This design comes from an exercise in tuning for small area, a short achievable clock period and few clock cycles per item on the open sky130 flow, not from production work.
Function was checked by simulation only, so behaviour that the tests miss may differ from the original.

==> design.v <==
module cefu (
    input             clk,
    input             rst,
    input             in_valid,
    output            in_ready,
    input      [1:0]  in_op,
    input      [15:0] in_a,
    input      [15:0] in_b,
    output reg        out_valid,
    output reg [15:0] out_res,
    output reg [15:0] out_res2,
    output            out_z,
    output            out_n,
    output reg        out_v
);
    localparam K   = 2;                 
    localparam NC  = 16 / K;                  
    localparam NSQ = 16;                      
    localparam XS  = NSQ - 15;                
    localparam RW  = 17 + XS;                 
    localparam TW  = RW + 2;                  
    function [22:0] rom(input [7:0] i);
        case (i)
        8'd0: rom = {15'd0, 8'd201};
        8'd1: rom = {15'd201, 8'd201};
        8'd2: rom = {15'd402, 8'd201};
        8'd3: rom = {15'd603, 8'd201};
        8'd4: rom = {15'd804, 8'd201};
        8'd5: rom = {15'd1005, 8'd201};
        8'd6: rom = {15'd1206, 8'd201};
        8'd7: rom = {15'd1407, 8'd201};
        8'd8: rom = {15'd1608, 8'd201};
        8'd9: rom = {15'd1809, 8'd200};
        8'd10: rom = {15'd2009, 8'd201};
        8'd11: rom = {15'd2210, 8'd200};
        8'd12: rom = {15'd2410, 8'd201};
        8'd13: rom = {15'd2611, 8'd200};
        8'd14: rom = {15'd2811, 8'd201};
        8'd15: rom = {15'd3012, 8'd200};
        8'd16: rom = {15'd3212, 8'd200};
        8'd17: rom = {15'd3412, 8'd200};
        8'd18: rom = {15'd3612, 8'd199};
        8'd19: rom = {15'd3811, 8'd200};
        8'd20: rom = {15'd4011, 8'd199};
        8'd21: rom = {15'd4210, 8'd200};
        8'd22: rom = {15'd4410, 8'd199};
        8'd23: rom = {15'd4609, 8'd199};
        8'd24: rom = {15'd4808, 8'd199};
        8'd25: rom = {15'd5007, 8'd198};
        8'd26: rom = {15'd5205, 8'd199};
        8'd27: rom = {15'd5404, 8'd198};
        8'd28: rom = {15'd5602, 8'd198};
        8'd29: rom = {15'd5800, 8'd198};
        8'd30: rom = {15'd5998, 8'd197};
        8'd31: rom = {15'd6195, 8'd198};
        8'd32: rom = {15'd6393, 8'd197};
        8'd33: rom = {15'd6590, 8'd196};
        8'd34: rom = {15'd6786, 8'd197};
        8'd35: rom = {15'd6983, 8'd196};
        8'd36: rom = {15'd7179, 8'd196};
        8'd37: rom = {15'd7375, 8'd196};
        8'd38: rom = {15'd7571, 8'd196};
        8'd39: rom = {15'd7767, 8'd195};
        8'd40: rom = {15'd7962, 8'd195};
        8'd41: rom = {15'd8157, 8'd194};
        8'd42: rom = {15'd8351, 8'd194};
        8'd43: rom = {15'd8545, 8'd194};
        8'd44: rom = {15'd8739, 8'd194};
        8'd45: rom = {15'd8933, 8'd193};
        8'd46: rom = {15'd9126, 8'd193};
        8'd47: rom = {15'd9319, 8'd193};
        8'd48: rom = {15'd9512, 8'd192};
        8'd49: rom = {15'd9704, 8'd192};
        8'd50: rom = {15'd9896, 8'd191};
        8'd51: rom = {15'd10087, 8'd191};
        8'd52: rom = {15'd10278, 8'd191};
        8'd53: rom = {15'd10469, 8'd190};
        8'd54: rom = {15'd10659, 8'd190};
        8'd55: rom = {15'd10849, 8'd190};
        8'd56: rom = {15'd11039, 8'd189};
        8'd57: rom = {15'd11228, 8'd189};
        8'd58: rom = {15'd11417, 8'd188};
        8'd59: rom = {15'd11605, 8'd188};
        8'd60: rom = {15'd11793, 8'd187};
        8'd61: rom = {15'd11980, 8'd187};
        8'd62: rom = {15'd12167, 8'd186};
        8'd63: rom = {15'd12353, 8'd186};
        8'd64: rom = {15'd12539, 8'd186};
        8'd65: rom = {15'd12725, 8'd185};
        8'd66: rom = {15'd12910, 8'd184};
        8'd67: rom = {15'd13094, 8'd185};
        8'd68: rom = {15'd13279, 8'd183};
        8'd69: rom = {15'd13462, 8'd183};
        8'd70: rom = {15'd13645, 8'd183};
        8'd71: rom = {15'd13828, 8'd182};
        8'd72: rom = {15'd14010, 8'd181};
        8'd73: rom = {15'd14191, 8'd181};
        8'd74: rom = {15'd14372, 8'd181};
        8'd75: rom = {15'd14553, 8'd179};
        8'd76: rom = {15'd14732, 8'd180};
        8'd77: rom = {15'd14912, 8'd178};
        8'd78: rom = {15'd15090, 8'd179};
        8'd79: rom = {15'd15269, 8'd177};
        8'd80: rom = {15'd15446, 8'd177};
        8'd81: rom = {15'd15623, 8'd177};
        8'd82: rom = {15'd15800, 8'd176};
        8'd83: rom = {15'd15976, 8'd175};
        8'd84: rom = {15'd16151, 8'd174};
        8'd85: rom = {15'd16325, 8'd174};
        8'd86: rom = {15'd16499, 8'd174};
        8'd87: rom = {15'd16673, 8'd173};
        8'd88: rom = {15'd16846, 8'd172};
        8'd89: rom = {15'd17018, 8'd171};
        8'd90: rom = {15'd17189, 8'd171};
        8'd91: rom = {15'd17360, 8'd170};
        8'd92: rom = {15'd17530, 8'd170};
        8'd93: rom = {15'd17700, 8'd169};
        8'd94: rom = {15'd17869, 8'd168};
        8'd95: rom = {15'd18037, 8'd167};
        8'd96: rom = {15'd18204, 8'd167};
        8'd97: rom = {15'd18371, 8'd166};
        8'd98: rom = {15'd18537, 8'd166};
        8'd99: rom = {15'd18703, 8'd165};
        8'd100: rom = {15'd18868, 8'd164};
        8'd101: rom = {15'd19032, 8'd163};
        8'd102: rom = {15'd19195, 8'd162};
        8'd103: rom = {15'd19357, 8'd162};
        8'd104: rom = {15'd19519, 8'd161};
        8'd105: rom = {15'd19680, 8'd161};
        8'd106: rom = {15'd19841, 8'd159};
        8'd107: rom = {15'd20000, 8'd159};
        8'd108: rom = {15'd20159, 8'd158};
        8'd109: rom = {15'd20317, 8'd158};
        8'd110: rom = {15'd20475, 8'd156};
        8'd111: rom = {15'd20631, 8'd156};
        8'd112: rom = {15'd20787, 8'd155};
        8'd113: rom = {15'd20942, 8'd154};
        8'd114: rom = {15'd21096, 8'd154};
        8'd115: rom = {15'd21250, 8'd153};
        8'd116: rom = {15'd21403, 8'd151};
        8'd117: rom = {15'd21554, 8'd151};
        8'd118: rom = {15'd21705, 8'd151};
        8'd119: rom = {15'd21856, 8'd149};
        8'd120: rom = {15'd22005, 8'd149};
        8'd121: rom = {15'd22154, 8'd147};
        8'd122: rom = {15'd22301, 8'd147};
        8'd123: rom = {15'd22448, 8'd146};
        8'd124: rom = {15'd22594, 8'd145};
        8'd125: rom = {15'd22739, 8'd145};
        8'd126: rom = {15'd22884, 8'd143};
        8'd127: rom = {15'd23027, 8'd143};
        8'd128: rom = {15'd23170, 8'd141};
        8'd129: rom = {15'd23311, 8'd141};
        8'd130: rom = {15'd23452, 8'd140};
        8'd131: rom = {15'd23592, 8'd139};
        8'd132: rom = {15'd23731, 8'd139};
        8'd133: rom = {15'd23870, 8'd137};
        8'd134: rom = {15'd24007, 8'd136};
        8'd135: rom = {15'd24143, 8'd136};
        8'd136: rom = {15'd24279, 8'd134};
        8'd137: rom = {15'd24413, 8'd134};
        8'd138: rom = {15'd24547, 8'd133};
        8'd139: rom = {15'd24680, 8'd131};
        8'd140: rom = {15'd24811, 8'd131};
        8'd141: rom = {15'd24942, 8'd130};
        8'd142: rom = {15'd25072, 8'd129};
        8'd143: rom = {15'd25201, 8'd128};
        8'd144: rom = {15'd25329, 8'd127};
        8'd145: rom = {15'd25456, 8'd126};
        8'd146: rom = {15'd25582, 8'd126};
        8'd147: rom = {15'd25708, 8'd124};
        8'd148: rom = {15'd25832, 8'd123};
        8'd149: rom = {15'd25955, 8'd122};
        8'd150: rom = {15'd26077, 8'd121};
        8'd151: rom = {15'd26198, 8'd121};
        8'd152: rom = {15'd26319, 8'd119};
        8'd153: rom = {15'd26438, 8'd118};
        8'd154: rom = {15'd26556, 8'd118};
        8'd155: rom = {15'd26674, 8'd116};
        8'd156: rom = {15'd26790, 8'd115};
        8'd157: rom = {15'd26905, 8'd114};
        8'd158: rom = {15'd27019, 8'd114};
        8'd159: rom = {15'd27133, 8'd112};
        8'd160: rom = {15'd27245, 8'd111};
        8'd161: rom = {15'd27356, 8'd110};
        8'd162: rom = {15'd27466, 8'd109};
        8'd163: rom = {15'd27575, 8'd108};
        8'd164: rom = {15'd27683, 8'd107};
        8'd165: rom = {15'd27790, 8'd106};
        8'd166: rom = {15'd27896, 8'd105};
        8'd167: rom = {15'd28001, 8'd104};
        8'd168: rom = {15'd28105, 8'd103};
        8'd169: rom = {15'd28208, 8'd102};
        8'd170: rom = {15'd28310, 8'd101};
        8'd171: rom = {15'd28411, 8'd99};
        8'd172: rom = {15'd28510, 8'd99};
        8'd173: rom = {15'd28609, 8'd97};
        8'd174: rom = {15'd28706, 8'd97};
        8'd175: rom = {15'd28803, 8'd95};
        8'd176: rom = {15'd28898, 8'd94};
        8'd177: rom = {15'd28992, 8'd93};
        8'd178: rom = {15'd29085, 8'd92};
        8'd179: rom = {15'd29177, 8'd91};
        8'd180: rom = {15'd29268, 8'd90};
        8'd181: rom = {15'd29358, 8'd89};
        8'd182: rom = {15'd29447, 8'd87};
        8'd183: rom = {15'd29534, 8'd87};
        8'd184: rom = {15'd29621, 8'd85};
        8'd185: rom = {15'd29706, 8'd85};
        8'd186: rom = {15'd29791, 8'd83};
        8'd187: rom = {15'd29874, 8'd82};
        8'd188: rom = {15'd29956, 8'd81};
        8'd189: rom = {15'd30037, 8'd80};
        8'd190: rom = {15'd30117, 8'd78};
        8'd191: rom = {15'd30195, 8'd78};
        8'd192: rom = {15'd30273, 8'd76};
        8'd193: rom = {15'd30349, 8'd75};
        8'd194: rom = {15'd30424, 8'd74};
        8'd195: rom = {15'd30498, 8'd73};
        8'd196: rom = {15'd30571, 8'd72};
        8'd197: rom = {15'd30643, 8'd71};
        8'd198: rom = {15'd30714, 8'd69};
        8'd199: rom = {15'd30783, 8'd69};
        8'd200: rom = {15'd30852, 8'd67};
        8'd201: rom = {15'd30919, 8'd66};
        8'd202: rom = {15'd30985, 8'd65};
        8'd203: rom = {15'd31050, 8'd63};
        8'd204: rom = {15'd31113, 8'd63};
        8'd205: rom = {15'd31176, 8'd61};
        8'd206: rom = {15'd31237, 8'd60};
        8'd207: rom = {15'd31297, 8'd59};
        8'd208: rom = {15'd31356, 8'd58};
        8'd209: rom = {15'd31414, 8'd56};
        8'd210: rom = {15'd31470, 8'd56};
        8'd211: rom = {15'd31526, 8'd54};
        8'd212: rom = {15'd31580, 8'd53};
        8'd213: rom = {15'd31633, 8'd52};
        8'd214: rom = {15'd31685, 8'd51};
        8'd215: rom = {15'd31736, 8'd49};
        8'd216: rom = {15'd31785, 8'd48};
        8'd217: rom = {15'd31833, 8'd47};
        8'd218: rom = {15'd31880, 8'd46};
        8'd219: rom = {15'd31926, 8'd45};
        8'd220: rom = {15'd31971, 8'd43};
        8'd221: rom = {15'd32014, 8'd43};
        8'd222: rom = {15'd32057, 8'd41};
        8'd223: rom = {15'd32098, 8'd39};
        8'd224: rom = {15'd32137, 8'd39};
        8'd225: rom = {15'd32176, 8'd37};
        8'd226: rom = {15'd32213, 8'd37};
        8'd227: rom = {15'd32250, 8'd35};
        8'd228: rom = {15'd32285, 8'd33};
        8'd229: rom = {15'd32318, 8'd33};
        8'd230: rom = {15'd32351, 8'd31};
        8'd231: rom = {15'd32382, 8'd30};
        8'd232: rom = {15'd32412, 8'd29};
        8'd233: rom = {15'd32441, 8'd28};
        8'd234: rom = {15'd32469, 8'd26};
        8'd235: rom = {15'd32495, 8'd26};
        8'd236: rom = {15'd32521, 8'd24};
        8'd237: rom = {15'd32545, 8'd22};
        8'd238: rom = {15'd32567, 8'd22};
        8'd239: rom = {15'd32589, 8'd20};
        8'd240: rom = {15'd32609, 8'd19};
        8'd241: rom = {15'd32628, 8'd18};
        8'd242: rom = {15'd32646, 8'd17};
        8'd243: rom = {15'd32663, 8'd15};
        8'd244: rom = {15'd32678, 8'd14};
        8'd245: rom = {15'd32692, 8'd13};
        8'd246: rom = {15'd32705, 8'd12};
        8'd247: rom = {15'd32717, 8'd11};
        8'd248: rom = {15'd32728, 8'd9};
        8'd249: rom = {15'd32737, 8'd8};
        8'd250: rom = {15'd32745, 8'd7};
        8'd251: rom = {15'd32752, 8'd5};
        8'd252: rom = {15'd32757, 8'd4};
        8'd253: rom = {15'd32761, 8'd4};
        8'd254: rom = {15'd32765, 8'd1};
        8'd255: rom = {15'd32766, 8'd1};
        default: rom = 23'd0;
        endcase
    endfunction
    function [15:0] sine(input [15:0] u);
        reg [7:0]  i;
        reg [6:0]  f;
        reg [22:0] e;
        reg [20:0] p;
        begin
            i    = u[14] ? ~u[13:6] : u[13:6];
            f    = u[14] ? 7'd64 - {1'b0, u[5:0]} : {1'b0, u[5:0]};
            e    = rom(i);
            p    = {e[22:8], 6'd32} + e[7:0] * f;
            sine = u[15] ? 16'd0 - {1'b0, p[20:6]} : {1'b0, p[20:6]};
        end
    endfunction
    reg          busy;
    reg [1:0]    op;
    reg [3:0]    cnt;
    reg [15:0]   b_r;     
    reg [RW-1:0] rem;     
    reg [15:0]   q;       
    reg          neg;     
    wire is_div  = (op == 2'd1);
    wire is_sqrt = op[1];
    reg [RW-1:0] r_s [0:K];
    reg [15:0]   q_s [0:K];
    reg [15:0]   b_s [0:K];
    reg [TW-1:0] t, d;
    reg [TW:0]   df;
    reg          ge;
    reg          eq0;     
    integer      k;
    always @* begin
        r_s[0] = rem;
        q_s[0] = q;
        b_s[0] = b_r;
        eq0    = 1'b0;
        for (k = 0; k < K; k = k + 1) begin
            if (is_sqrt) begin
                t = {r_s[k], b_s[k][15:14]};
                d = {q_s[k][RW-3:0], 2'b01};
                b_s[k+1] = {b_s[k][13:0], 2'b00};
            end else begin
                t = (k == 0 && cnt == 4'd0) ? {2'b00, r_s[k]} : {1'b0, r_s[k], 1'b0};
                d = b_r;
                b_s[k+1] = b_s[k];
            end
            df = {1'b0, t} - {1'b0, d};
            ge = !df[TW];
            if (k == 0) eq0 = (df[TW-1:0] == 0);
            r_s[k+1] = ge ? df[RW-1:0] : t[RW-1:0];
            q_s[k+1] = {q_s[k][14:0], ge};
        end
    end
    wire [15:0] s_now  = sine(b_r);
    wire        b_zero = (b_r == 16'd0);
    wire        first  = (cnt == 4'd0);
    wire        lastc  = is_div | is_sqrt ? (cnt == NC - 1) : (cnt == 4'd1);
    assign in_ready = !busy || lastc;
    wire accept = in_valid && in_ready;
    assign out_n = out_res[15];
    assign out_z = (out_res == 16'd0);
    wire [15:0] abs_a = in_a[15] ? 16'd0 - in_a : in_a;
    wire [15:0] abs_b = in_b[15] ? 16'd0 - in_b : in_b;
    wire [15:0] qres  = is_div ? q_s[K] : q_s[K] >> XS;
    always @(posedge clk) begin
        if (rst) begin
            busy      <= 1'b0;
            out_valid <= 1'b0;
        end else begin
            out_valid <= 1'b0;
            if (busy) begin
                cnt <= cnt + 4'd1;
                rem <= r_s[K];
                q   <= q_s[K];
                b_r <= b_s[K];
                if (!is_div && !is_sqrt) begin
                    b_r[15:14] <= b_r[15:14] + 2'd1;
                    if (first) begin
                        out_res <= s_now;
                    end else begin
                        out_res2  <= s_now;
                        out_v     <= 1'b0;
                        out_valid <= 1'b1;
                        busy      <= 1'b0;
                    end
                end else if (is_div && first && q_s[1][0]) begin
                    out_res   <= (b_zero && eq0) ? 16'h0000 : neg ? 16'h8000 : 16'h7FFF;
                    out_res2  <= 16'd0;
                    out_v     <= b_zero || !(neg && eq0);
                    out_valid <= 1'b1;
                    busy      <= 1'b0;
                end else if (is_sqrt && neg) begin
                    out_res   <= 16'd0;
                    out_res2  <= 16'd0;
                    out_v     <= 1'b1;
                    out_valid <= 1'b1;
                    busy      <= 1'b0;
                end else if (cnt == NC - 1) begin
                    out_res   <= (is_div && neg) ? 16'd0 - qres : qres;
                    out_res2  <= 16'd0;
                    out_v     <= 1'b0;
                    out_valid <= 1'b1;
                    busy      <= 1'b0;
                end
            end
            if (accept) begin
                busy <= 1'b1;
                op   <= in_op;
                cnt  <= 4'd0;
                q    <= 16'd0;
                if (in_op == 2'd1) begin
                    rem <= {{(RW-16){1'b0}}, abs_a};
                    b_r <= abs_b;
                    neg <= in_a[15] ^ in_b[15];
                end else begin
                    rem <= {RW{1'b0}};
                    b_r <= in_op[1] ? {in_a[14:0], 1'b0} : in_a;
                    neg <= in_a[15];
                end
            end
        end
    end
endmodule
==> run.sh <==
#!/bin/bash
# synth_recipe.tcl (not shown) runs the flow's synth.tcl, then flattens the netlist and writes it again
# the make line also repeats each setting of config.mk as NAME=value (left out here)
make -C /OpenROAD-flow-scripts/flow DESIGN_CONFIG=/design/flow/config.mk WORK_HOME=/design/flow/orfs CLKGATE_MAP_FILE= SYNTH_SCRIPT=/design/flow/synth_recipe.tcl finish
==> config.mk <==
export PLATFORM = sky130hd
export DESIGN_NAME = cefu
export DESIGN_NICKNAME = cefu
export VERILOG_FILES = /design/flow/design.v
export SDC_FILE = /design/flow/constraint.sdc
export NUM_CORES = 4
export LEC_CHECK = 0
export ABC_AREA = 1
export CAP_MARGIN = 20
export CORE_MARGIN = 2
export CORE_UTILIZATION = 30
export PLACE_DENSITY = 0.6
export SLEW_MARGIN = 20
export SYNTH_MEMORY_MAX_BITS = 16384
==> constraint.sdc <==
create_clock -name core_clock -period 12.0 [get_ports {clk}]
set_input_delay 2.4000 -clock core_clock [delete_from_list [all_inputs] [get_ports {clk}]]
set_output_delay 2.4000 -clock core_clock [all_outputs]
set_load 0.01 [all_outputs]
==> summary.md, run 1 <==
| Metric | Value |
|---|---|
| Required time at the endpoint of the critical path | 12.11 ns |
| Setup repair after global routing missed its margin | false |
| CP Data Arrival Time | around 9.2 ns |
| Largest family of logic cells by synthesized area | simple AND/OR/NAND/NOR gates |
| Count of port buffers added during placement | between 70 and 80 |
| Count of final hold-check violations | 0 |
| Critical path class | flip-flop to flip-flop |
| Floorplan die area | 0.0543 sq mm |
| Number of distinct library cells after synthesis | 70 |
| Count of nets left with antenna violations after detail routing | 0 |
| Final Routed Wirelength | 71400 um |
| Xor and xnor area share after synthesis | 3.92% |
| Per-cell routed wire length | 22.4 um |
| Yosys warnings | 4 |
| Max-cap viol count | 0 |
| Clock Tree Root | clkbuf_16 |
| Placed cell areas | 0.0170 sq mm |
| Fraction of layout cells with a size suffix above 1 | under 10% |
| Share of Yosys cell area claimed by the top area cell type | 17.2% |
| Clock H-tree levels | 3 |
| Skew final | 0.0223 ns |
| Biggest cell delay along the critical path | 1.01 ns |
| Top Ports | 74 |
| Cells taking the most area after synthesis | edfxtp_1 (17%), nand2_1 (14%), inv_1 (8.3%), o21ai_0 (8.0%), ha_1 (7.9%) |
| Proportion of register bits with asynchronous set or reset after synthesis | 0% |
| Multiplexer share of the synthesized area | less than 1% |
| Number of rows in the core area | 83 |
| Netlist Area Pre-Place | 0.0157 sq mm |
| Fin Setup TNS | 0 ns |
| Sort of element at the start of the critical path | flip-flop |
| Fin area | 0.0174 sq mm |
| Synthesized netlist net count | 2664 |
| Initial Utilization | between 30% and 40% |
| Clock transition time at the flip-flop clock pins of the worst setup and hold paths | roughly 0.080 ns |
| GRT Residual Overflow | 0 |
| Via count of the first global-routing pass | 17000 |
| Final Critical Period | approximately 9.1 ns |
| Post-Syn Instances | 2489 |
| Global-route wire length before repair | between 100000 and 150000 um |
| Commonest non-fill, non-tap cell in the layout | nand2_1 |
| Setup crit end kind | flip-flop |
| Number of setup buffers added after CTS | 0 |
| Max Clock Freq | about 110 MHz |
| Post-Synthesis Mean Instance Area | 6.32 sq um |
| Ys flop type | edfxtp_1 |
| Class of the tightest hold or removal check | flip-flop to flip-flop |
| Per-cell via count in the routed design | 5.66 |
| Synthesis-to-finish area growth | 10.3% |
| Number of vias after detailed routing | approximately 18000 |
| Nets | 2678 |
| Library cell occupying the most area in the post-synthesis netlist | edfxtp_1 |
| CTS tree | yes |
| Most prevalent standard cell on the critical path | nand2_1 |
| Post-layout instance count excluding filler cells | 3189 |
| Residual DRC | 0 |
| CP bufs+invs | 4 |
| Largest net degree at the start of global routing | 70 |
| Sink count of the clock tree | 92 |
| Detailed Route Iter0 Violations | 2285 |
| Sequential element share of the synthesized area | 17.4% |
| Width of the chip | 233 um |
| Buffer levels on the longest clock path | 2 |
| Max transition margin | roughly 34% |
| 1st-pass router iterations | 7 |
| Placed Cells incl. Taps | approximately 3200 |
| Number of flops mapped to enable cells by yosys | 90 |
| Commonest cells after routing, fill and taps aside | nand2_1 (574), inv_1 (347), nor2_1 (255) |
| Post-cts sizing count | 0 |
| Share of the clock period used by the worst path | 75.9% |
| Number of hold-repair buffers added at the cts stage | 0 |
| Transition time of the tightest slew-check pin | 0.988 ns |
| Maximum fanout count along the critical path | 20 |
| Final HPWL DP | 55700 um |
| Clock network latency to the later pin of the worst-skew pair | roughly 0.39 ns |
| Overall Global Routing Usage | 26.2% |
| Total of flip-flops plus latches after synthesis | 92 |
| Final Slew Violations | 0 |
| Placer Congestion | 1.06 |
| Setup-violating endpoint count in the final report | 0 |
| Layout filler cell count | 5710 |
| Arithmetic-cell share of the synthesized area counting full adders, half adders and majority gates | ~13% |
| Core Footprint | 0.0516 sq mm |
| Kind of cell with the highest combined delay on the critical path | adder cells |
| Synth Area in Compound Gates | 22.2% |
| Die height | 233 um |
| Area fraction in and, or, nand and nor cells after synthesis | 31.1% |
| Slowest cell on the critical path | edfxtp_1 |
| Antenna violations before repair | 0 |
| Status | no timing/DRC/antenna violations |
| Inserted Clock Buffers | 9 |
## cells by family after synthesis
kind of cell	after synthesis
AND/OR/NAND/NOR	1125
multiplexers	10
XOR/XNOR	64
AO/OA/AOI/OAI	593
flip-flops	92
adder cells (fa/ha/maj)	138
buffers and inverters	467
## registers in the layout, indices dropped and copies added, names as in the netlist, named ones only
name	cells
q	16
busy	1
out_res	16
op	2
cnt	4
out_valid	1
b_r	12
out_v	1
rem	18
neg	1
out_res2	16
## final timing paths
kind | start | end | slack, ns | cells past startpoint
worst max-delay path | b_r[14]$_DFFE_PP_ | out_res[15]$_DFFE_PP_ | 2.89 | 30
worst min-delay path | cnt[3]$_SDFFCE_PP0P_ | cnt[3]$_SDFFCE_PP0P_ | 0.64 | 2
worst min register to register | cnt[3]$_SDFFCE_PP0P_ | cnt[3]$_SDFFCE_PP0P_ | 0.64 | 2
worst max register to register | b_r[14]$_DFFE_PP_ | out_res[15]$_DFFE_PP_ | 2.89 | 30
## per-stage QoR
step / setup WS [ns] / util, % / hold WS [ns]
2_1_floorplan: 4.77 / - / 0.544
3_3_place_gp: 3.18 / 33.0 / 0.588
3_5_place_dp: 3.16 / 33.0 / 0.604
4_1_cts: 3.10 / 33.6 / 0.644
5_1_grt: 2.48 / 33.6 / 0.668
6_report: 2.89 / 33.6 / 0.635
## cell type report
type	count	area, sq um	area share [%]
clock buffer	9	225	1.30
multi-input combinational	1930	11100	64.1
sequential	92	2740	15.8
timing repair buffer	99	926	5.34
tap	680	851	4.90
clock inverter	7	80.1	0.461
inverter	371	1400	8.04
antenna	1	2.50	0.0144
## Yosys cell counts, drive strengths merged, types with 11 or more instances
cell type,n
nand2,619
inv,361
nor2,267
o21ai,265
nand3,151
a21oi,148
ha,99
edfxtp,90
clkbuf,65
fa,39
xor2,38
buf,31
nor3,29
o211ai,29
a31oi,28
nand4,26
xnor2,26
o31ai,20
o221ai,19
nor4,16
a221oi,12
o22ai,11
## tightest hold or removal path: stages (launching register included)
cell and delay, ns:
edfxtp_1 0.36, xor2_1 0.07, nor2_1 0.09
## layer usage
| layer | wire length, um | vias up | GRT usage [%] |
|---|---|---|---|
| met5 | 0 | - | 0 |
| met4 | 4720 | 0 | 15.4 |
| met3 | 7510 | 260 | 4.66 |
| met2 | 30200 | 1091 | 39.3 |
| met1 | 29000 | 8313 | 35.1 |
| li1 | - | 8382 | - |
Testbench counts, summed over its fixed seeds: cycles 20,992, ops 4,000.
==> inputs of run 2 (changes only) <==
--- a/design.v
+++ b/design.v
@@ -16,7 +16,5 @@
     localparam K   = 2;                 
-    localparam NC  = 16 / K;                  
-    localparam NSQ = 16;                      
-    localparam XS  = NSQ - 15;                
-    localparam RW  = 17 + XS;                 
-    localparam TW  = RW + 2;                  
+    localparam NCD = (15 + K - 1) / K;        
+    localparam XD  = NCD * K - 15;            
+    localparam NCS = (12 + K - 1) / K;        
     function [22:0] rom(input [7:0] i);
@@ -282,13 +280,9 @@
     endfunction
-    function [15:0] sine(input [15:0] u);
-        reg [7:0]  i;
-        reg [6:0]  f;
-        reg [22:0] e;
-        reg [20:0] p;
+    function [15:0] lookup(input [13:0] r, input m, input n);
+        reg [7:0] i;
+        reg [7:0] f;
         begin
-            i    = u[14] ? ~u[13:6] : u[13:6];
-            f    = u[14] ? 7'd64 - {1'b0, u[5:0]} : {1'b0, u[5:0]};
-            e    = rom(i);
-            p    = {e[22:8], 6'd32} + e[7:0] * f;
-            sine = u[15] ? 16'd0 - {1'b0, p[20:6]} : {1'b0, p[20:6]};
+            i = m ? ~r[13:6] : r[13:6];
+            f = m ? 8'd64 - {2'b00, r[5:0]} : {2'b00, r[5:0]};
+            lookup = {i, n ? 8'd0 - f : f};
         end
@@ -296,18 +290,28 @@
     reg          busy;
-    reg [1:0]    op;
-    reg [3:0]    cnt;
+    reg          sc;      
+    reg          sq;      
+    reg          early;   
+    reg          e_zero;  
+    reg          e_v;     
+    reg [2:0]    cnt;
     reg [15:0]   b_r;     
-    reg [RW-1:0] rem;     
-    reg [15:0]   q;       
+    reg [16:0]   rem;     
+    reg [14+XD:0] q;      
     reg          neg;     
-    wire is_div  = (op == 2'd1);
-    wire is_sqrt = op[1];
-    reg [RW-1:0] r_s [0:K];
-    reg [15:0]   q_s [0:K];
-    reg [15:0]   b_s [0:K];
-    reg [TW-1:0] t, d;
-    reg [TW:0]   df;
-    reg          ge;
-    reg          eq0;     
-    integer      k;
+    reg          neg2;    
+    wire [22:0] e   = rom(b_r[15:8]);
+    wire signed [8:0]  dsg = {1'b0, e[7:0]};
+    wire signed [7:0]  fs  = b_r[7:0];
+    wire signed [16:0] dfs = dsg * fs;
+    wire signed [21:0] qsg = {neg, e[22:8] ^ {15{neg}}, 6'd0};
+    wire signed [21:0] acc = qsg + dfs + (neg ? 22'sd95 : 22'sd32);
+    wire [15:0] s_now = acc[21:6];
+    wire [7:0]  fs2   = ((neg == neg2) ? 8'd0 - b_r[7:0] : b_r[7:0]) + (neg2 ? 8'hC0 : 8'h40);
+    reg [16:0] r_s [0:K];
+    reg [14+XD:0] q_s [0:K];
+    reg [15:0] b_s [0:K];
+    reg [18:0] t, d;
+    reg [19:0] df;
+    reg        ge;
+    integer    k;
     always @* begin
@@ -316,11 +320,10 @@
         b_s[0] = b_r;
-        eq0    = 1'b0;
         for (k = 0; k < K; k = k + 1) begin
-            if (is_sqrt) begin
+            if (sq) begin
                 t = {r_s[k], b_s[k][15:14]};
-                d = {q_s[k][RW-3:0], 2'b01};
+                d = {q_s[k][14:0], 2'b01};
                 b_s[k+1] = {b_s[k][13:0], 2'b00};
             end else begin
-                t = (k == 0 && cnt == 4'd0) ? {2'b00, r_s[k]} : {1'b0, r_s[k], 1'b0};
-                d = b_r;
+                t = {1'b0, r_s[k], 1'b0};
+                d = {3'd0, b_r};
                 b_s[k+1] = b_s[k];
@@ -328,12 +331,8 @@
             df = {1'b0, t} - {1'b0, d};
-            ge = !df[TW];
-            if (k == 0) eq0 = (df[TW-1:0] == 0);
-            r_s[k+1] = ge ? df[RW-1:0] : t[RW-1:0];
-            q_s[k+1] = {q_s[k][14:0], ge};
+            ge = !df[19];
+            r_s[k+1] = ge ? df[16:0] : t[16:0];
+            q_s[k+1] = {q_s[k][13+XD:0], ge};
         end
     end
-    wire [15:0] s_now  = sine(b_r);
-    wire        b_zero = (b_r == 16'd0);
-    wire        first  = (cnt == 4'd0);
-    wire        lastc  = is_div | is_sqrt ? (cnt == NC - 1) : (cnt == 4'd1);
+    wire lastc = sc ? (cnt == 3'd1) : (early || cnt == (sq ? NCS - 1 : NCD - 1));
     assign in_ready = !busy || lastc;
@@ -342,6 +341,64 @@
     assign out_z = (out_res == 16'd0);
-    wire [15:0] abs_a = in_a[15] ? 16'd0 - in_a : in_a;
-    wire [15:0] abs_b = in_b[15] ? 16'd0 - in_b : in_b;
-    wire [15:0] qres  = is_div ? q_s[K] : q_s[K] >> XS;
+    wire [15:0] abs_a  = in_a[15] ? 16'd0 - in_a : in_a;
+    wire [15:0] abs_b  = in_b[15] ? 16'd0 - in_b : in_b;
+    wire        i_neg  = in_a[15] ^ in_b[15];
+    wire        i_bz   = (in_b == 16'd0);
+    wire        i_div  = (in_op == 2'd1);
+    wire        i_sqrt = in_op[1];
+    wire        i_sc   = !i_div && !i_sqrt;
+    wire        c_m    = !in_a[14];
+    wire        c_n    = in_a[15] ^ in_a[14];
+    wire [15:0] qd = sq ? {1'b0, q_s[K][14:0]} : {1'b0, q_s[K][14+XD:XD]};
+    reg  [5:0] s0_t;
+    reg  [4:0] s0_d;
+    reg  [3:0] s0_r;
+    reg  [2:0] s0_q;
+    integer    j;
+    always @* begin
+        s0_r = 4'd0;
+        s0_q = 3'd0;
+        for (j = 0; j < 3; j = j + 1) begin
+            s0_t = {s0_r, in_a[14-2*j], in_a[13-2*j]};
+            s0_d = {s0_q, 2'b01};
+            if (s0_t >= {1'b0, s0_d}) begin
+                s0_r = s0_t - {1'b0, s0_d};
+                s0_q = {s0_q[1:0], 1'b1};
+            end else begin
+                s0_r = s0_t[3:0];
+                s0_q = {s0_q[1:0], 1'b0};
+            end
+        end
+    end
     always @(posedge clk) begin
+        out_v    <= early && e_v;
+        out_res2 <= sc ? rem[15:0] : 16'd0;
+        if (sc)
+            out_res <= s_now;
+        else if (early)
+            out_res <= e_zero ? 16'h0000 : neg ? 16'h8000 : 16'h7FFF;
+        else
+            out_res <= (!sq && neg) ? 16'd0 - qd : qd;
+        cnt  <= cnt + 3'd1;
+        q    <= q_s[K];
+        if (sc) begin
+            rem  <= {s_now[15], s_now};
+            b_r  <= {~b_r[15:8], fs2};
+            neg  <= neg2;
+        end else begin
+            rem  <= r_s[K];
+            b_r  <= b_s[K];
+        end
+        if (accept) begin
+            sc     <= i_sc;
+            sq     <= i_sqrt;
+            early  <= i_div ? (abs_a >= abs_b) : (i_sqrt && in_a[15]);
+            e_zero <= !i_div || (i_bz && in_a == 16'd0);
+            e_v    <= !i_div || i_bz || !(i_neg && abs_a == abs_b);
+            cnt    <= 3'd0;
+            q      <= i_sqrt ? {{(12+XD){1'b0}}, s0_q} : {(15+XD){1'b0}};
+            neg    <= i_sc ? c_n : i_neg;
+            neg2   <= in_a[15];
+            rem    <= i_div ? {1'b0, abs_a} : {13'd0, s0_r};
+            b_r    <= i_div ? abs_b : i_sqrt ? {in_a[8:0], 7'd0} : lookup(in_a[13:0], c_m, c_n);
+        end
         if (rst) begin
@@ -350,53 +407,7 @@
         end else begin
-            out_valid <= 1'b0;
-            if (busy) begin
-                cnt <= cnt + 4'd1;
-                rem <= r_s[K];
-                q   <= q_s[K];
-                b_r <= b_s[K];
-                if (!is_div && !is_sqrt) begin
-                    b_r[15:14] <= b_r[15:14] + 2'd1;
-                    if (first) begin
-                        out_res <= s_now;
-                    end else begin
-                        out_res2  <= s_now;
-                        out_v     <= 1'b0;
-                        out_valid <= 1'b1;
-                        busy      <= 1'b0;
-                    end
-                end else if (is_div && first && q_s[1][0]) begin
-                    out_res   <= (b_zero && eq0) ? 16'h0000 : neg ? 16'h8000 : 16'h7FFF;
-                    out_res2  <= 16'd0;
-                    out_v     <= b_zero || !(neg && eq0);
-                    out_valid <= 1'b1;
-                    busy      <= 1'b0;
-                end else if (is_sqrt && neg) begin
-                    out_res   <= 16'd0;
-                    out_res2  <= 16'd0;
-                    out_v     <= 1'b1;
-                    out_valid <= 1'b1;
-                    busy      <= 1'b0;
-                end else if (cnt == NC - 1) begin
-                    out_res   <= (is_div && neg) ? 16'd0 - qres : qres;
-                    out_res2  <= 16'd0;
-                    out_v     <= 1'b0;
-                    out_valid <= 1'b1;
-                    busy      <= 1'b0;
-                end
-            end
-            if (accept) begin
+            out_valid <= busy && lastc;
+            if (accept)
                 busy <= 1'b1;
-                op   <= in_op;
-                cnt  <= 4'd0;
-                q    <= 16'd0;
-                if (in_op == 2'd1) begin
-                    rem <= {{(RW-16){1'b0}}, abs_a};
-                    b_r <= abs_b;
-                    neg <= in_a[15] ^ in_b[15];
-                end else begin
-                    rem <= {RW{1'b0}};
-                    b_r <= in_op[1] ? {in_a[14:0], 1'b0} : in_a;
-                    neg <= in_a[15];
-                end
-            end
+            else if (lastc)
+                busy <= 1'b0;
         end
==> run 2 against run 1 <==
Net effect: still clean; worst hold slack lost 0.20 ns; global-route usage down 2.5 points; final cell count up 13%.
==> summary.md, run 2 <==
| Metric | Value |
|---|---|
| Status | no timing/DRC/antenna violations |
| Synthesized netlist net count | 3110 (+17%) |
| Post-layout instance count excluding filler cells | 3617 (+13%) |
| Maximum fanout count along the critical path | 74 (+270%) |
| Max-cap viol count | 0 (unchanged) |
| Initial Utilization | 30.3% (-0.18 points) |
| Layout filler cell count | 6460 (+13%) |
| Transition time of the tightest slew-check pin | 1.02 ns (+0.0316 ns) |
| Fin area | 0.0188 sq mm (+8.3%) |
| Commonest non-fill, non-tap cell in the layout | nand2_1 |
| Max Clock Freq | 148 MHz (+35%) |
| Skew final | 0.0172 ns (-0.00513 ns) |
| Final HPWL DP | 53600 um (-3.8%) |
| Largest net degree at the start of global routing | 83 (+19%) |
| Number of distinct library cells after synthesis | 61 (-13%) |
| Cells taking the most area after synthesis | nand2_1 (21%), dfxtp_1 (12%), ha_1 (11%), inv_1 (7.9%), nand3_1 (6.7%) |
| Yosys warnings | 4 (unchanged) |
| Fin Setup TNS | 0 ns (unchanged) |
| Global-route wire length before repair | 108000 um (+1.6%) |
| Sequential element share of the synthesized area | 14.4% (-3.1 points) |
| Top Ports | 74 (unchanged) |
| Worst-case setup margin in the final layout | 5.23 ns (+2.34 ns) |
| Count of port buffers added during placement | 73 (unchanged) |
| Setup repair after global routing missed its margin | false |
| Area of combinational cells with multiple inputs | 0.0125 sq mm (+13%) |
| Most numerous cell in the Yosys netlist | nand2_1 |
| ANT cells | 0 (-1) |
| Slowest cell on the critical path | buf_4 |
| CTS tree | yes |
| Setup-violating endpoint count in the final report | 0 (unchanged) |
| Count of final hold-check violations | 0 (unchanged) |
| Count of nets left with antenna violations after detail routing | 0 (unchanged) |
| Residual DRC | 0 (unchanged) |
| Clock transition time at the flip-flop clock pins of the worst setup and hold paths | 0.07 ns (about the same) |
| Nets | 3090 (+15%) |
| Ranking of synthesized cells by instance count | nand2_1 (941), inv_1 (359), nand3_1 (229), nor2_1 (191), o21ai_0 (185) |
| Antenna violations before repair | 0 (unchanged) |
| Worst slack after detailed placement | 5.05 ns (+1.89 ns) |
| Number of vias after detailed routing | 19200 (+6.2%) |
| Library cell occupying the most area in the post-synthesis netlist | nand2_1 |
| 1st-pass router iterations | 7 (unchanged) |
| GRT Residual Overflow | 0 (unchanged) |
| Per-cell routed wire length | 19.4 um (-13%) |
| Share of Yosys cell area claimed by the top area cell type | 20.7% (+3.5 points) |
| Post-Syn Instances | 2868 (+15%) |
| Floorplan die area | 0.0587 sq mm (+8.2%) |
| Number of setup buffers added after CTS | 0 (unchanged) |
| Number of flops mapped to enable cells by yosys | 13 (-86%) |
| Number of rows in the core area | 87 (+4.8%) |
| Clock H-tree levels | 4 (+1) |
| Clock network latency to the later pin of the worst-skew pair | 0.46 ns (+0.07 ns) |
| Ys flop type | dfxtp_1 |
| Width of the chip | 242 um (+4.0%) |
| Max transition margin | 32.0% (-2.1 points) |
| Placer Congestion | 1.02 (-4.0%) |
| Commonest cells after routing, fill and taps aside | nand2_1 (941), inv_1 (359), nand3_1 (229) |
| Required time at the endpoint of the critical path | 12.40 ns (+0.29 ns) |
| Via count of the first global-routing pass | 18300 (+7.5%) |
| CP Data Arrival Time | 7.17 ns (-2.04 ns) |
| Share of the clock period used by the worst path | 56.4% (-19 points) |
| Final Critical Period | 6.77 ns (-2.34 ns) |
| Fraction of layout cells with a size suffix above 1 | 4.23% (-1.5 points) |
| Per-cell via count in the routed design | 5.30 (-6.4%) |
| Combined flip-flop and latch cell area | 0.00245 sq mm (-11%) |
| Most prevalent standard cell on the critical path | nand2_1 |
| Max reg flops | 23 (+5) |
| Placed Cells incl. Taps | 3585 (+13%) |
| Biggest cell delay along the critical path | 0.58 ns (-0.43 ns) |
| Inserted Clock Buffers | 17 (+8) |
| Die height | 242 um (+4.0%) |
| Sink count of the clock tree | 116 (+26%) |
| Setup crit end kind | flip-flop |
| Total of flip-flops plus latches after synthesis | 116 (+26%) |
| Synthesis-to-finish area growth | 10.3% (about the same) |
| Buffer levels on the longest clock path | 2 (unchanged) |
| Post-cts sizing count | 0 (unchanged) |
| Clock Tree Root | clkbuf_16 |
| Sort of element at the start of the critical path | flip-flop |
| Netlist Area Pre-Place | 0.0170 sq mm (+8.4%) |
| Proportion of register bits with asynchronous set or reset after synthesis | 0% (unchanged) |
| Post-Synthesis Mean Instance Area | 5.94 sq um (-5.9%) |
| Core Footprint | 0.0563 sq mm (+9.0%) |
| Final Slew Violations | 0 (unchanged) |
| Placed cell areas | 0.0182 sq mm (+6.7%) |
| Number of hold-repair buffers added at the cts stage | 0 (unchanged) |
| Detailed Route Iter0 Violations | 1989 (-13%) |
| Class of the tightest hold or removal check | flip-flop to flip-flop |
| Critical path class | flip-flop to flip-flop |
| Final Routed Wirelength | 70300 um (-1.5%) |
| Overall Global Routing Usage | 23.7% (-2.5 points) |
[run 2: cell count changes in the layout (fill, tap and decap cells not counted), sizes merged, moves of 35 or more]
cell / delta
a21oi: +35
dfxtp: +101
nand2: +342
nor2: -65
nand3: +79
ha: +52
o21ai: -58
edfxtp: -77
[run 2: per-layer routing]
layer / vias to the layer above / share of wire (%) / GRT usage, %
met5: - / 0 / 0
met4: 0 / 6.2 / 13.9
met3: 247 / 8.4 / 4.42
met2: 962 / 44 / 38.1
met1: 8782 / 41 / 29.6
li1: 9167 / - / -
[run 2: per-stage QoR]
stage	hold WS, ns	utilization (%)
finish	0.437	33.4
global route	0.456	33.4
CTS	0.437	33.4
detailed placement	0.429	32.3
global placement	0.414	32.3
floorplan	0.406	-
[run 2: kinds of logic after synthesis]
group,count (synthesis),share of synthesized area [%]
XOR/XNOR,81,4.16
buffers and inverters,503,12.1
AO/OA/AOI/OAI,476,15.4
flip-flops,116,14.4
adder cells (fa/ha/maj),205,17.4
multiplexers,4,0.242
AND/OR/NAND/NOR,1483,36.3
[run 2: final timing paths]
| check | depth (start not counted) | endpoint | startpoint | slack, ns |
|---|---|---|---|---|
| worst min-delay path | 2 | q[12]$_SDFF_PP0_ | q[10]$_SDFF_PP0_ | 0.44 |
| worst max-delay path | 34 | rem[10]$_DFF_P_ | sq$_DFFE_PP_ | 5.23 |
| worst max register to register | 34 | rem[10]$_DFF_P_ | sq$_DFFE_PP_ | 5.23 |
| worst min register to register | 2 | q[12]$_SDFF_PP0_ | q[10]$_SDFF_PP0_ | 0.44 |
[run 2: area by class of cell]
class                           count  area share (%)
Multi-Input combinational cell   2249            66.7
Timing Repair Buffer               87            4.45
Tap cell                          756            5.03
Clock buffer                       20            2.49
Sequential cell                   116            13.0
Inverter                          377            7.54
Clock inverter                     12           0.732
[run 2: critical path, delay by kind of cell (launching register included)]
kind / cells / cell delay [ns]
DFF: 1 / 0.33
and+or+nand+nor: 19 / 2.69
buffers and inverters: 7 / 1.82
adders and majority gates: 2 / 0.81
AOI/OAI and AO/OA: 6 / 0.96
Testbench counts of run 2, summed over its fixed seeds: cycles 18,408, ops 4,000.
==> inputs of run 3 (changes only) <==
--- a/design.v
+++ b/design.v
@@ -15,3 +15,3 @@
 );
-    localparam K   = 2;                 
+    localparam K   = 3;                 
     localparam NCD = (15 + K - 1) / K;        
--- a/config.mk
+++ b/config.mk
@@ -12,2 +12,3 @@
 export PLACE_DENSITY = 0.6
+export SETUP_SLACK_MARGIN = 4
 export SLEW_MARGIN = 20
==> run 3 against run 2 <==
Net effect: still clean; critical path depth up 20; maximum frequency down 13%; non-clock buffer count up 87; global-route usage up 1.3 points; sequential cell count unchanged; setup slack worse by 1.0 ns; first-iteration DRC count up 17%; register-to-register slack worse by 1.0 ns; highest routed layer unchanged.
==> summary.md, run 3 <==
| Metric | Value |
|---|---|
| Startpoint of the lowest-slack register-to-register path | sq$_DFFE_PP_ |
| Max transition margin | 33.9% (+1.9 points) |
| Layout filler cell count | 6412 (-0.74%) |
| Fraction of layout cells with a size suffix above 1 | 12.7% (+8.5 points) |
| Number of flops mapped to enable cells by yosys | 13 (unchanged) |
| Worst-case setup margin in the final layout | 4.23 ns (-0.999 ns) |
| Inserted Clock Buffers | 17 (unchanged) |
| Synthesis-to-finish area growth | 20.1% |
| Setup repair after global routing missed its margin | false |
| Number of hold-repair buffers added at the cts stage | 0 (unchanged) |
| Core Footprint | 0.0588 sq mm (+4.5%) |
| Clock transition time at the flip-flop clock pins of the worst setup and hold paths | 0.06 ns (about the same) |
| Worst slack after detailed placement | 1.70 ns (-3.34 ns) |
| Slowest cell on the critical path | edfxtp_1 |
| Most numerous cell in the Yosys netlist | nand2_1 |
| Commonest non-fill, non-tap cell in the layout | nand2_1 |
| Per-cell via count in the routed design | 5.54 (+4.7%) |
| Final Critical Period | 7.77 ns (+0.999 ns) |
| Commonest cells after routing, fill and taps aside | nand2_1 (714), inv_1 (377), nor2_1 (199) |
| Post-Synthesis Mean Instance Area | 6.22 sq um (+4.7%) |
| Number of cells on the worst reg-to-reg path | 54 (+59%) |
| Number of vias after detailed routing | 20600 (+7.5%) |
| Clock Tree Root | clkbuf_16 |
| Number of distinct library cells after synthesis | 75 (+23%) |
| Max Clock Freq | 129 MHz (-13%) |
| Proportion of register bits with asynchronous set or reset after synthesis | 0% (unchanged) |
| Synthesized netlist net count | 3116 (+0.19%) |
| Via count of the first global-routing pass | 19400 (+6.4%) |
| Antenna violations before repair | 0 (unchanged) |
| Sink count of the clock tree | 116 (unchanged) |
| Placer Congestion | 1.04 (+2.2%) |
| Library cell occupying the most area in the post-synthesis netlist | nand2_1 |
| Clock H-tree levels | 4 (unchanged) |
| Share of Yosys cell area claimed by the top area cell type | 15.7% (-5.0 points) |
| Detailed Route Iter0 Violations | 2336 (+17%) |
| Global-route wire length before repair | 118000 um (+8.5%) |
| Transition time of the tightest slew-check pin | 0.990 ns (-0.0295 ns) |
| Worst Min Path Start | rem[12]$_DFF_P_ |
| Post-Syn Instances | 2857 (-0.38%) |
| Number of rows in the core area | 89 (+2.3%) |
| 1st-pass router iterations | 6 (-1) |
| Width of the chip | 247 um (+2.1%) |
| Nets | 3188 (+3.2%) |
| Required time at the endpoint of the critical path | 12.28 ns (-0.12 ns) |
| Share of the clock period used by the worst path | 64.7% (+8.3 points) |
| Number of stages on the worst hold path | 2 (unchanged) |
| Setup crit end kind | flip-flop |
| Ranking of synthesized cells by instance count | nand2_1 (746), inv_1 (390), o21ai_0 (227), nor2_1 (208), a21oi_1 (189) |
| ANT cells | 0 (unchanged) |
| Per-cell routed wire length | 21.3 um (+9.5%) |
| Class of the tightest hold or removal check | flip-flop to flip-flop |
| Final Slew Violations | 0 (unchanged) |
| CP Data Arrival Time | 8.05 ns (+0.88 ns) |
| Top Ports | 74 (unchanged) |
| Overall Global Routing Usage | 25.0% (+1.3 points) |
| Final HPWL DP | 59100 um (+10%) |
| Fin Setup TNS | 0 ns (unchanged) |
| Sort of element at the start of the critical path | flip-flop |
| Final Routed Wirelength | 79100 um (+12%) |
| Count of final hold-check violations | 0 (unchanged) |
| Initial Utilization | 30.2% (-0.048 points) |
| Clock network latency to the later pin of the worst-skew pair | 0.44 ns (-0.02 ns) |
| Setup-violating endpoint count in the final report | 0 (unchanged) |
| Netlist Area Pre-Place | 0.0178 sq mm (+4.3%) |
| Floorplan die area | 0.0612 sq mm (+4.2%) |
| Skew final | 0.0107 ns (-0.00649 ns) |
| Die height | 247 um (+2.1%) |
| Sequential element share of the synthesized area | 13.8% (-0.59 points) |
| GRT Residual Overflow | 0 (unchanged) |
| Residual DRC | 0 (unchanged) |
| Count of nets left with antenna violations after detail routing | 0 (unchanged) |
| Count of port buffers added during placement | 73 (unchanged) |
| Max reg flops | 23 (unchanged) |
| Worst R2R Setup Slack | 4.23 ns (-1.00 ns) |
| Critical path class | flip-flop to flip-flop |
| Max-cap viol count | 0 (unchanged) |
| Status | no timing/DRC/antenna violations |
| Post-route core utilization | 36.3% (+2.9 points) |
| RR Endpoint | out_res[10]$_DFF_P_ |
| Cells taking the most area after synthesis | nand2_1 (16%), ha_1 (12%), dfxtp_1 (12%), inv_1 (8.2%), o21ai_0 (6.4%) |
| CTS tree | yes |
| Largest net degree at the start of global routing | 76 (-8.4%) |
| Biggest cell delay along the critical path | 0.46 ns (-0.12 ns) |
| Total of flip-flops plus latches after synthesis | 116 (unchanged) |
| WHS Endpoint | out_res2[12]$_SDFF_PN0_ |
| Yosys warnings | 4 (unchanged) |
| Maximum fanout count along the critical path | 9 (-88%) |
| Ys flop type | dfxtp_1 |
| Buffer levels on the longest clock path | 2 (unchanged) |
## run 3: changes by cell type in the layout (fill, tap and decap cells not counted), moves of 12 or more
| cell | previous run | this run |
|---|---|---|
| nand2_1 | 941 | 714 |
| a21oi_2 | 0 | 12 |
| inv_1 | 359 | 377 |
| nand3_1 | 229 | 137 |
| ha_4 | 0 | 20 |
| o221ai_1 | 7 | 22 |
| nand2_2 | 15 | 50 |
| buf_4 | 14 | 82 |
| o21ai_2 | 2 | 24 |
| o21ai_1 | 19 | 40 |
## run 3: metal layers
metal	part of all wire, %	vias to the layer above	track usage (%)	routed length [um]
li1	-	9610	-	-
met3	8.2	299	3.84	6510
met5	0	-	0	0
met4	6.5	0	13.9	5160
met1	41	9560	32.1	32200
met2	45	1129	40.1	35300
## run 3: what timing repair did
action / CTS / global route
buffers inserted: 21 / 48
hold endpoints to repair: 0 / 0
gates cloned: 9 / 5
setup endpoints to repair: 34 / 27
pin swaps: 10 / 39
resized for setup: 50 / 131
## run 3: worst max path at each step
stage | from | to | slack [ns] | depth (start not counted)
CTS | sq$_DFFE_PP_ | out_res[10]$_DFF_P_ | 4.05 | 53
global route | sq$_DFFE_PP_ | out_res[10]$_DFF_P_ | 3.86 | 54
finish | sq$_DFFE_PP_ | out_res[10]$_DFF_P_ | 4.23 | 54
detailed placement | sq$_DFFE_PP_ | out_res[14]$_DFF_P_ | 1.70 | 53
global placement | sq$_DFFE_PP_ | out_res[14]$_DFF_P_ | 1.84 | 53
floorplan | sq$_DFFE_PP_ | out_res[10]$_DFF_P_ | 4.00 | 62
## run 3: area by class of cell
cell class | count | area (sq um) | share of cell area [%]
Inverter | 409 | 1600 | 7.48
Timing Repair Buffer | 174 | 1760 | 8.22
Clock buffer | 18 | 439 | 2.06
Multi-Input combinational cell | 2207 | 14000 | 65.4
Timing Repair inverter | 4 | 42.5 | 0.199
Clock inverter | 14 | 125 | 0.586
Sequential cell | 116 | 2450 | 11.5
Tap cell | 773 | 967 | 4.53
## run 3: kinds of logic (layout without fill, tap and decap cells)
logic type | after synthesis | count (layout) | synth area share, %
adder cells (fa/ha/maj) | 222 | 222 | 17.9
buffers and inverters | 538 | 619 | 12.2
XOR/XNOR | 92 | 92 | 4.53
flip-flops | 116 | 116 | 13.8
AND/OR/NAND/NOR | 1243 | 1247 | 30.1
multiplexers | 2 | 2 | 0.113
AO/OA/AOI/OAI | 644 | 644 | 21.3
## run 3: through the flow
step	cells	area, sq um	hold WS [ns]
finish	3715	21400	0.442
floorplan	2857	18100	0.406
global route	3715	21400	0.455
CTS	3662	20300	0.445
detailed placement	3600	19300	0.436
global placement	3600	19300	0.432
## run 3: worst max-delay path: cells and delay by family (launching register included)
family          cells  cell delay, ns
buf+inv            11            1.25
flops               1            0.46
fa+ha+maj           4            0.97
compound gates     19            2.44
simple gates       20            2.45
Testbench counts of run 3, summed over its fixed seeds: cycles 13,093, ops 4,000.
==> inputs of run 4 (changes only) <==
--- a/config.mk
+++ b/config.mk
@@ -12,3 +12,3 @@
 export PLACE_DENSITY = 0.6
-export SETUP_SLACK_MARGIN = 4
+export SETUP_SLACK_MARGIN = 5
 export SLEW_MARGIN = 20
==> run 4 against run 3 <==
Net effect: die area unchanged; sequential cell count unchanged; sequential share of layout area decreased by 0.78 points; highest routed layer is now met5; worst hold slack got worse by 0.0010 ns; final cell count increased by 3.6%; via count increased by 6.2%; core utilization increased by 2.6 points; largest cell class unchanged; first-iteration DRC count increased by 13%; critical path type unchanged; non-clock buffer count increased by 133; count of clock-buffer cells in the layout increased by 2.
==> summary.md, run 4 <==
| Metric | Value |
|---|---|
| Via count of the first global-routing pass | 20800 (+6.8%) |
| Setup-violating endpoint count in the final report | 0 (unchanged) |
| Post-layout instance count excluding filler cells | 3847 (+3.6%) |
| Commonest cells after routing, fill and taps aside | nand2_1 (687), inv_1 (366), buf_4 (202) |
| Antenna violations before repair | 1 (+1) |
| Startpoint of the lowest-slack register-to-register path | sq$_DFFE_PP_ |
| Floorplan die area | 0.0612 sq mm (unchanged) |
| Clock transition time at the flip-flop clock pins of the worst setup and hold paths | 0.06 ns (about the same) |
| Sort of element at the start of the critical path | flip-flop |
| Busiest layer in global routing | met2 |
| Share of the clock period used by the worst path | 64.4% (-0.32 points) |
| Number of vias after detailed routing | 21900 (+6.2%) |
| Post-route core utilization | 39.0% (+2.6 points) |
| Buffer levels on the longest clock path | 2 (unchanged) |
| Required time at the endpoint of the critical path | 12.29 ns (about the same) |
| Largest net degree at the start of global routing | 76 (unchanged) |
| Setup repair after global routing missed its margin | true |
| Class of the tightest hold or removal check | flip-flop to flip-flop |
| Biggest cell delay along the critical path | 0.43 ns (-0.03 ns) |
| Commonest non-fill, non-tap cell in the layout | nand2_1 |
| Total of flip-flops plus latches after synthesis | 116 (unchanged) |
| Most prevalent standard cell on the critical path | buf_4 |
| Sequential element share of the synthesized area | 13.8% (unchanged) |
| Count of nets left with antenna violations after detail routing | 0 (unchanged) |
| Worst Min Path Start | rem[1]$_DFF_P_ |
| Number of distinct library cells after synthesis | 75 (unchanged) |
| Number of hold-repair buffers added at the cts stage | 0 (unchanged) |
| Post-Syn Instances | 2857 (unchanged) |
| Core Footprint | 0.0588 sq mm (unchanged) |
| Fraction of layout cells with a size suffix above 1 | 18.6% (+5.9 points) |
| Critical path class | flip-flop to flip-flop |
| Final HPWL DP | 59300 um (+0.36%) |
| Synthesis-to-finish area growth | 28.8% |
| Global-route wire length before repair | 125000 um (+6.5%) |
| Clock Tree Root | clkbuf_16 |
| Detailed Route Iter0 Violations | 2645 (+13%) |
| CP Data Arrival Time | 8.02 ns (-0.03 ns) |
| Post-Synthesis Mean Instance Area | 6.22 sq um (unchanged) |
| Maximum fanout count along the critical path | 8 (-1) |
| Per-cell routed wire length | 22.0 um (+3.5%) |
| Clock H-tree levels | 4 (unchanged) |
| CTS tree | yes |
| Critical Path Start | sq$_DFFE_PP_ |
| Ys flop type | dfxtp_1 |
| Top Ports | 74 (unchanged) |
| ANT cells | 0 (unchanged) |
| Library cell occupying the most area in the post-synthesis netlist | nand2_1 |
| Synthesized netlist net count | 3116 (unchanged) |
| Worst slack after detailed placement | 2.56 ns (+0.857 ns) |
| Skew final | 0.0138 ns (+0.00314 ns) |
| Setup crit end kind | flip-flop |
| Inserted Clock Buffers | 17 (unchanged) |
| Placed Cells incl. Taps | 3599 (-0.028%) |
| Share of Yosys cell area claimed by the top area cell type | 15.7% (unchanged) |
| Number of rows in the core area | 89 (unchanged) |
| Worst-case setup margin in the final layout | 4.27 ns (+0.0390 ns) |
| Status | no timing/DRC/antenna violations |
| Nets | 3320 (+4.1%) |
| Grt met3 use | 4.97% (+1.1 points) |
| Sink count of the clock tree | 116 (unchanged) |
| Count of port buffers added during placement | 73 (unchanged) |
| Transition time of the tightest slew-check pin | 1.00 ns (+0.0117 ns) |
| GRT Residual Overflow | 0 (unchanged) |
| Initial Utilization | 30.2% (unchanged) |
| Cells taking the most area after synthesis | nand2_1 (16%), ha_1 (12%), dfxtp_1 (12%), inv_1 (8.2%), o21ai_0 (6.4%) |
| Number of flops mapped to enable cells by yosys | 13 (unchanged) |
| Final Slew Violations | 0 (unchanged) |
| Max Clock Freq | 129 MHz (+0.50%) |
| Count of final hold-check violations | 0 (unchanged) |
| Die height | 247 um (unchanged) |
| Met2 global-route usage | 42.5% (+2.4 points) |
| 1st-pass router iterations | 8 (+2) |
| Max reg flops | 23 (unchanged) |
| Netlist Area Pre-Place | 0.0178 sq mm (unchanged) |
| Max transition margin | 32.4% (-1.6 points) |
| Clock network latency to the later pin of the worst-skew pair | 0.44 ns (about the same) |
| Per-cell via count in the routed design | 5.69 (+2.6%) |
| Yosys warnings | 4 (unchanged) |
| Proportion of register bits with asynchronous set or reset after synthesis | 0% (unchanged) |
| Overall Global Routing Usage | 26.8% (+1.8 points) |
| Final Critical Period | 7.73 ns (-0.0390 ns) |
| Ranking of synthesized cells by instance count | nand2_1 (746), inv_1 (390), o21ai_0 (227), nor2_1 (208), a21oi_1 (189) |
| Slowest cell on the critical path | edfxtp_1 |
| Most numerous cell in the Yosys netlist | nand2_1 |
| Placer Congestion | 1.04 (-0.70%) |
| Met1 capacity usage during global routing | 33.3% (+1.2 points) |
| Width of the chip | 247 um (unchanged) |
| Final Routed Wirelength | 84800 um (+7.1%) |
| Residual DRC | 0 (unchanged) |
| Max-cap viol count | 0 (unchanged) |
| Fin Setup TNS | 0 ns (unchanged) |
## run 4: final cells by class
class | instances | area, sq um
fill | 6219 | 35900
timing repair buffer | 307 | 2800
multi-input combinational | 2206 | 14500
timing repair inverter | 4 | 45.0
sequential | 116 | 2450
tap | 773 | 967
inverter | 409 | 1600
clock inverter | 12 | 92.6
clock buffer | 20 | 489
## run 4: per-stage QoR
step | hold slack (ns) | area (sq um)
floorplan | 0.406 | 18200
global placement | 0.429 | 19400
detailed placement | 0.431 | 19400
CTS | 0.446 | 22400
global route | 0.463 | 22900
finish | 0.441 | 22900
## run 4: worst max-delay path: cells and delay by family, from the launching register on
family	cells	cell delay (ns)
AO/OA/AOI/OAI	8	1.21
adder cells (fa/ha/maj)	3	0.61
buffers and inverters	28	3.43
flip-flops	1	0.43
multiplexers	1	0.12
AND/OR/NAND/NOR	14	1.80
## run 4: kinds of logic after synthesis
group | Yosys count | share of synthesized area, %
AO/OA/AOI/OAI | 644 | 21.3
XOR/XNOR | 92 | 4.53
adder cells (fa/ha/maj) | 222 | 17.9
buffers and inverters | 538 | 12.2
flip-flops | 116 | 13.8
multiplexers | 2 | 0.113
AND/OR/NAND/NOR | 1243 | 30.1
## run 4: metal layers
layer  wire (um)  part of all wire, %
met1       32900                   39
met2       36800                   43
met3        8220                  9.7
met4        6800                  8.0
met5          13                0.015
## run 4: worst paths after layout
| path | to | slack, ns | depth (start not counted) |
|---|---|---|---|
| worst max-delay path | out_res[10]$_DFF_P_ | 4.27 | 54 |
| worst min register to register | out_res2[1]$_SDFF_PN0_ | 0.44 | 2 |
| worst max register to register | out_res[10]$_DFF_P_ | 4.27 | 54 |
| worst min-delay path | out_res2[1]$_SDFF_PN0_ | 0.44 | 2 |
## run 4: timing repair
action / 4_1_cts / 5_1_grt
setup buffers: 178 / 25
setup endpoints to repair: 45 / 51
resized for setup: 227 / 87
gates cloned: 12 / 1
pin swaps: 88 / 61

[re-timing with driven ports]
How much do the figures lean on ideal ports? The routed layouts below were timed once more, with nothing changed but the port constraints.
Step 1 assumes that a clkbuf_16 drives the clock port and a buf_2 every other input.
Step 2 adds t to the input delays and takes it off the output delays; t is the mean of the earliest and latest rising clock arrival at the registers after step 1. Input paths then give back, and output paths get back, about the clock's delay inside the block.
Slacks: ideal ports / drivers / drivers and shift; pairs: ideal ports / drivers.
run	t (ns)	slack for setup (ns)	worst setup path after step 2	clock arrival spread, ns	worst data-port slew with drivers (ns)
run 1	0.433	2.894 / 2.894 / 2.894	register to register	0.022 / 0.022	0.06
run 2	0.514	5.232 / 5.232 / 4.854	input to register	0.018 / 0.019	0.05
run 3	0.480	4.233 / 4.233 / 3.813	input to register	0.010 / 0.010	0.08
run 4	0.487	4.272 / 4.272 / 4.272	register to register	0.013 / 0.014	0.07
After both steps setup and hold are still met in every run listed. The setup slack of run 3, which loses most, moves by 0.000 ns with the drivers and by -0.420 ns with both steps.
